From an optimization exercise on the open Yosys and OpenROAD flow, aimed at small area; shortcuts taken in it are not production practice. In this exercise RTL edits were held to simulation tests only and were not proved equivalent to the original.

==> delta <==
Design al864_ustep_engine, start of the top module:
module al864_ustep_engine (
    input  wire        clk,
    input  wire        rst,                
    input  wire        in_valid,
    input  wire [35:0] in_pos,             
    input  wire [47:0] in_vel,             
    input  wire [12:0] in_per,             
    input  wire        in_lead,            
    input  wire [11:0] in_eofs,            
    input  wire [7:0]  in_scale_ax,        
    input  wire [7:0]  in_scale_glob,      
    input  wire [7:0]  in_scale_derate,    
    input  wire [5:0]  in_hyst,            
    output reg         out_valid,
    output wire [11:0] out_eidx,           
    output wire [9:0]  out_a_upper,
    output wire [9:0]  out_a_lower,
    output wire        out_a_neg,          
    output wire        out_a_zero,         
    output wire        out_a_clamp,        
    output wire [9:0]  out_b_upper,
    output wire [9:0]  out_b_lower,
    output wire        out_b_neg,
    output wire        out_b_zero,
    output wire        out_b_clamp
);
==> flow/config.mk <==
export PLATFORM = sky130hd
export DESIGN_NAME = al864_ustep_engine
export DESIGN_NICKNAME = al864_ustep_engine
export VERILOG_FILES = /design/flow/design.v
export SDC_FILE = /design/flow/constraint.sdc
export NUM_CORES = 4
export LEC_CHECK = 0
export ABC_AREA = 1
export CAP_MARGIN = 20
export CORE_MARGIN = 2
export CORE_UTILIZATION = 35
export SLEW_MARGIN = 20
export SYNTH_MEMORY_MAX_BITS = 32768
export BUFFER_PORTS_ARGS = -buffer_cell sky130_fd_sc_hd__buf_1
==> flow/constraint.sdc <==
create_clock -name core_clock -period 20.0 [get_ports {clk}]
set_input_delay 4.0000 -clock core_clock [delete_from_list [all_inputs] [get_ports {clk}]]
set_output_delay 4.0000 -clock core_clock [all_outputs]
set_load 0.01 [all_outputs]
standard.sh (not shown) runs the stock make flow with config.mk's settings and CLKGATE_MAP_FILE= SYNTH_SCRIPT=/design/flow/synth_recipe.tcl, a recipe that flattens the netlist after the stock synthesis.
==> flow/flow/run.sh <==
#!/bin/bash
# Standard layout, with the smallest buffer cell for the port buffers.
set -e

echo 'export BUFFER_PORTS_ARGS = -buffer_cell sky130_fd_sc_hd__buf_1' >> config.mk
bash standard.sh > standard.log 2>&1
==> pepper (differences from delta) <==
==> flow/flow/run.sh (replaced) <==
#!/bin/bash
# Layout flow: the standard flow, with two changes.
# 1. The combinational logic of the standard synthesis netlist is re-mapped by ABC
#    with an area-oriented script (flow/remap.sh); flip-flops (same names and cells),
#    full/half adders and tie cells are kept.
# 2. The port buffers use the smallest buffer cell (buf_1).
set -e
SIDES=12
echo 'export BUFFER_PORTS_ARGS = -buffer_cell sky130_fd_sc_hd__buf_1' >> config.mk
bash standard.sh synth > standard_synth.log 2>&1
R=orfs/results/sky130hd/al864_ustep_engine/base
cp $R/1_2_yosys.v $R/1_2_yosys_standard.v
bash flow/remap.sh $R/1_2_yosys_standard.v $R/1_2_yosys.v $SIDES > remap.log 2>&1
rm -f $R/1_synth.odb $R/1_synth.sdc
bash standard.sh > standard.log 2>&1
==> flow/flow/dontuse.txt (new file) <==
-dont_use sky130_fd_sc_hd__lpflow_bleeder_1 -dont_use sky130_fd_sc_hd__lpflow_clkbufkapwr_1 -dont_use sky130_fd_sc_hd__lpflow_clkbufkapwr_16 -dont_use sky130_fd_sc_hd__lpflow_clkbufkapwr_2 -dont_use sky130_fd_sc_hd__lpflow_clkbufkapwr_4 -dont_use sky130_fd_sc_hd__lpflow_clkbufkapwr_8 -dont_use sky130_fd_sc_hd__lpflow_clkinvkapwr_1 -dont_use sky130_fd_sc_hd__lpflow_clkinvkapwr_16 -dont_use sky130_fd_sc_hd__lpflow_clkinvkapwr_2 -dont_use sky130_fd_sc_hd__lpflow_clkinvkapwr_4 -dont_use sky130_fd_sc_hd__lpflow_clkinvkapwr_8 -dont_use sky130_fd_sc_hd__lpflow_decapkapwr_12 -dont_use sky130_fd_sc_hd__lpflow_decapkapwr_3 -dont_use sky130_fd_sc_hd__lpflow_decapkapwr_4 -dont_use sky130_fd_sc_hd__lpflow_decapkapwr_6 -dont_use sky130_fd_sc_hd__lpflow_decapkapwr_8 -dont_use sky130_fd_sc_hd__lpflow_inputiso0n_1 -dont_use sky130_fd_sc_hd__lpflow_inputiso0p_1 -dont_use sky130_fd_sc_hd__lpflow_inputiso1n_1 -dont_use sky130_fd_sc_hd__lpflow_inputiso1p_1 -dont_use sky130_fd_sc_hd__lpflow_inputisolatch_1 -dont_use sky130_fd_sc_hd__lpflow_isobufsrc_1 -dont_use sky130_fd_sc_hd__lpflow_isobufsrc_16 -dont_use sky130_fd_sc_hd__lpflow_isobufsrc_2 -dont_use sky130_fd_sc_hd__lpflow_isobufsrc_4 -dont_use sky130_fd_sc_hd__lpflow_isobufsrc_8 -dont_use sky130_fd_sc_hd__lpflow_isobufsrckapwr_16 -dont_use sky130_fd_sc_hd__lpflow_lsbuf_lh_hl_isowell_tap_1 -dont_use sky130_fd_sc_hd__lpflow_lsbuf_lh_hl_isowell_tap_2 -dont_use sky130_fd_sc_hd__lpflow_lsbuf_lh_hl_isowell_tap_4 -dont_use sky130_fd_sc_hd__lpflow_lsbuf_lh_isowell_4 -dont_use sky130_fd_sc_hd__lpflow_lsbuf_lh_isowell_tap_1 -dont_use sky130_fd_sc_hd__lpflow_lsbuf_lh_isowell_tap_2 -dont_use sky130_fd_sc_hd__lpflow_lsbuf_lh_isowell_tap_4 -dont_use sky130_fd_sc_hd__probe_p_8 -dont_use sky130_fd_sc_hd__probec_p_8 
==> flow/flow/partition.py (new file) <==
# Usage: partition.py netlist.v SIDE > cells.txt
# SIDE 1: lists the combinational cells that are NOT in the fan-in cone of the
# flip-flop D pins (to keep them when re-mapping side 1, the logic feeding the
# flip-flops). SIDE 2: lists the cells that ARE in that cone (to keep them when
# re-mapping side 2, the logic from the flip-flops to the outputs).
import re, sys, collections
txt = open(sys.argv[1]).read()
cells = re.findall(r'(sky130_fd_sc_hd__\w+)\s+(\\?\S+)\s*\((.*?)\);', txt, re.S)
outs = {'Y', 'X', 'SUM', 'COUT', 'Q', 'HI', 'LO', 'Q_N'}
drv = {}
ins = {}
for typ, name, body in cells:
    pins = re.findall(r'\.(\w+)\(([^()]*(?:\([^()]*\))?[^()]*)\)', body)
    ins[name] = []
    for pin, net in pins:
        net = net.strip()
        if pin in outs:
            drv[net] = name
        else:
            ins[name].append((pin, net))
typ_of = {name: typ for typ, name, body in cells}
ffs = [n for n in typ_of if 'dfxtp' in typ_of[n]]
seen = set()
stack = []
for f in ffs:
    for pin, net in ins[f]:
        if pin == 'D':
            stack.append(net)
while stack:
    net = stack.pop()
    c = drv.get(net)
    if c is None or c in seen or 'dfxtp' in typ_of[c]:
        continue
    seen.add(c)
    for pin, n in ins[c]:
        stack.append(n)
side2 = sys.argv[2] == "2"
for n in typ_of:
    if 'dfxtp' in typ_of[n]:
        continue
    if (n in seen) == side2:
        print(n)
sys.stderr.write("stage1 %d cells, stage2 %d cells\n" % (len(seen), len(typ_of) - len(seen) - len(ffs)))
==> flow/flow/remap.script (new file) <==
strash
&get -n
&dch -f
&nf -R 1000
&put
topo
==> flow/flow/remap.sh (new file) <==
#!/bin/bash
# remap.sh IN.v OUT.v SIDES: re-map the combinational logic of the standard synthesis
# netlist IN.v with ABC (script remap.script, area-oriented) and write OUT.v.
# SIDES: "1" re-maps the logic that feeds the flip-flops, "2" the logic they feed,
# "12" both. Flip-flops, full and half adders and tie cells are kept as they are
# (same instances and names); only the other gates are re-mapped.
set -e
IN=$1; OUT=$2; SIDES=$3
HERE=$(cd $(dirname $0) && pwd)
LIB=/OpenROAD-flow-scripts/flow/platforms/sky130hd/lib/sky130_fd_sc_hd__tt_025C_1v80.lib
YOSYS=/OpenROAD-flow-scripts/tools/install/yosys/bin/yosys
DU=$(cat $HERE/dontuse.txt)
W=$(dirname $OUT)
python3 $HERE/partition.py $IN 1 > $W/remap_side1_cells.txt
python3 $HERE/partition.py $IN 2 > $W/remap_side2_cells.txt
{
  echo "read_liberty -ignore_miss_func $LIB"
  echo "read_verilog $IN"
  echo "hierarchy -top al864_ustep_engine"
  echo "setattr -mod -set keep_hierarchy 1 sky130_fd_sc_hd__fa_1 sky130_fd_sc_hd__ha_1 sky130_fd_sc_hd__dfxtp_1 sky130_fd_sc_hd__conb_1"
  # cells of the side that is not re-mapped stay as they are
  case $SIDES in
    1) awk '{printf "setattr -set keep_hierarchy 1 al864_ustep_engine/%s\n", $1}' $W/remap_side1_cells.txt ;;
    2) awk '{printf "setattr -set keep_hierarchy 1 al864_ustep_engine/%s\n", $1}' $W/remap_side2_cells.txt ;;
  esac
  echo "flatten"
  echo "opt_clean -purge"
  echo "abc -script $HERE/remap.script -liberty $LIB $DU"
  echo "splitnets"
  echo "opt_clean -purge"
  echo "hilomap -singleton -hicell sky130_fd_sc_hd__conb_1 HI -locell sky130_fd_sc_hd__conb_1 LO"
  echo "insbuf -buf sky130_fd_sc_hd__buf_4 A X"
  echo "tee -o $W/remap_stat.txt stat -liberty $LIB"
  echo "select al864_ustep_engine"
  echo "write_verilog -noattr -nohex -nodec -selected $OUT"
} > $W/remap.ys
$YOSYS -s $W/remap.ys
==> run summary <==
Of delta and pepper, pepper has the higher sequential share of layout area (gap 0.069 points).
In delta the synthesized area is larger than in pepper, by about 10%.
Between pepper and delta, the lower maximum frequency is in pepper (gap about 2.4%, measured against delta).
In count of clock-buffer cells in the layout, pepper and delta do not differ.
Critical path depth: pepper is lower than delta (10).
Against pepper, the via count of delta is higher by about 8%.
Between pepper and delta, the lower die area is in pepper (gap about 9%, measured against delta).
Of delta and pepper, pepper has the higher first-iteration DRC count (gap about 1.7%, measured against pepper).
Against delta, the setup slack of pepper is worse by 0.46 ns.
==> figures <==
quantity	delta	pepper
Most frequent standard cell in the layout excluding fill and tap cells	sky130_fd_sc_hd__nand2_1	sky130_fd_sc_hd__fa_1
Maximum number of pins on one net before global-route repair	65	83
Via count of the routed design	29,652	27,415
Global routing met3 resource utilization	0.0462	0.0478
Met1 usage in global routing	0.355	0.359
Endpoint arrival time on the critical path	14.49 ns	14.95 ns
Headroom to the max-slew limit	0.179	0.245
Slowest cell on crit path	sky130_fd_sc_hd__dfxtp_1	sky130_fd_sc_hd__o41ai_1
Placed cells	5,060	4,311
Global-route wire length before repair	172 mm	163 mm
Final critical-path required period	18.49 ns	18.95 ns
Multi-input gate area in the final layout	0.0244 mm2	0.0241 mm2
Initial standard-cell utilization of the core	0.355	0.352
Minimum setup slack in the final design	1.51 ns	1.05 ns
Cell area after synthesis	0.0287 mm2	0.0261 mm2
Outcome	finished clean	finished clean

-- static timing again, ports no longer ideal --
How much do the figures lean on ideal ports? The routed layouts below were timed once more, with nothing changed but the port constraints.
Step 1 (the two cells are an assumption about what drives the block):
set clk [get_ports {clk}]
set_driving_cell -lib_cell sky130_fd_sc_hd__clkbuf_16 $clk
set_driving_cell -lib_cell sky130_fd_sc_hd__buf_2 [delete_from_list [all_inputs] $clk]
Step 2 moves the port delays by t, midway between the first and last clock arrival at a register: inputs arrive t later, outputs are due t later. That takes back most of the time a late clock gives input paths.
Three values: no drivers, after step 1, after step 2; two values: the first two.
run | shift t [ns] | slack for setup (ns) | worst hold slack (ns) | worst data-port slew with drivers (ns) | pins driven straight from the clock port
delta | 0.364 | 1.512 / 1.468 / 1.833 | 3.772 / 3.754 / 4.119 | 0.09 | 1
pepper | 0.340 | 1.048 / 1.002 / 1.341 | 3.792 / 3.779 / 4.119 | 0.07 | 1
After both steps setup and hold are still met in every run listed.
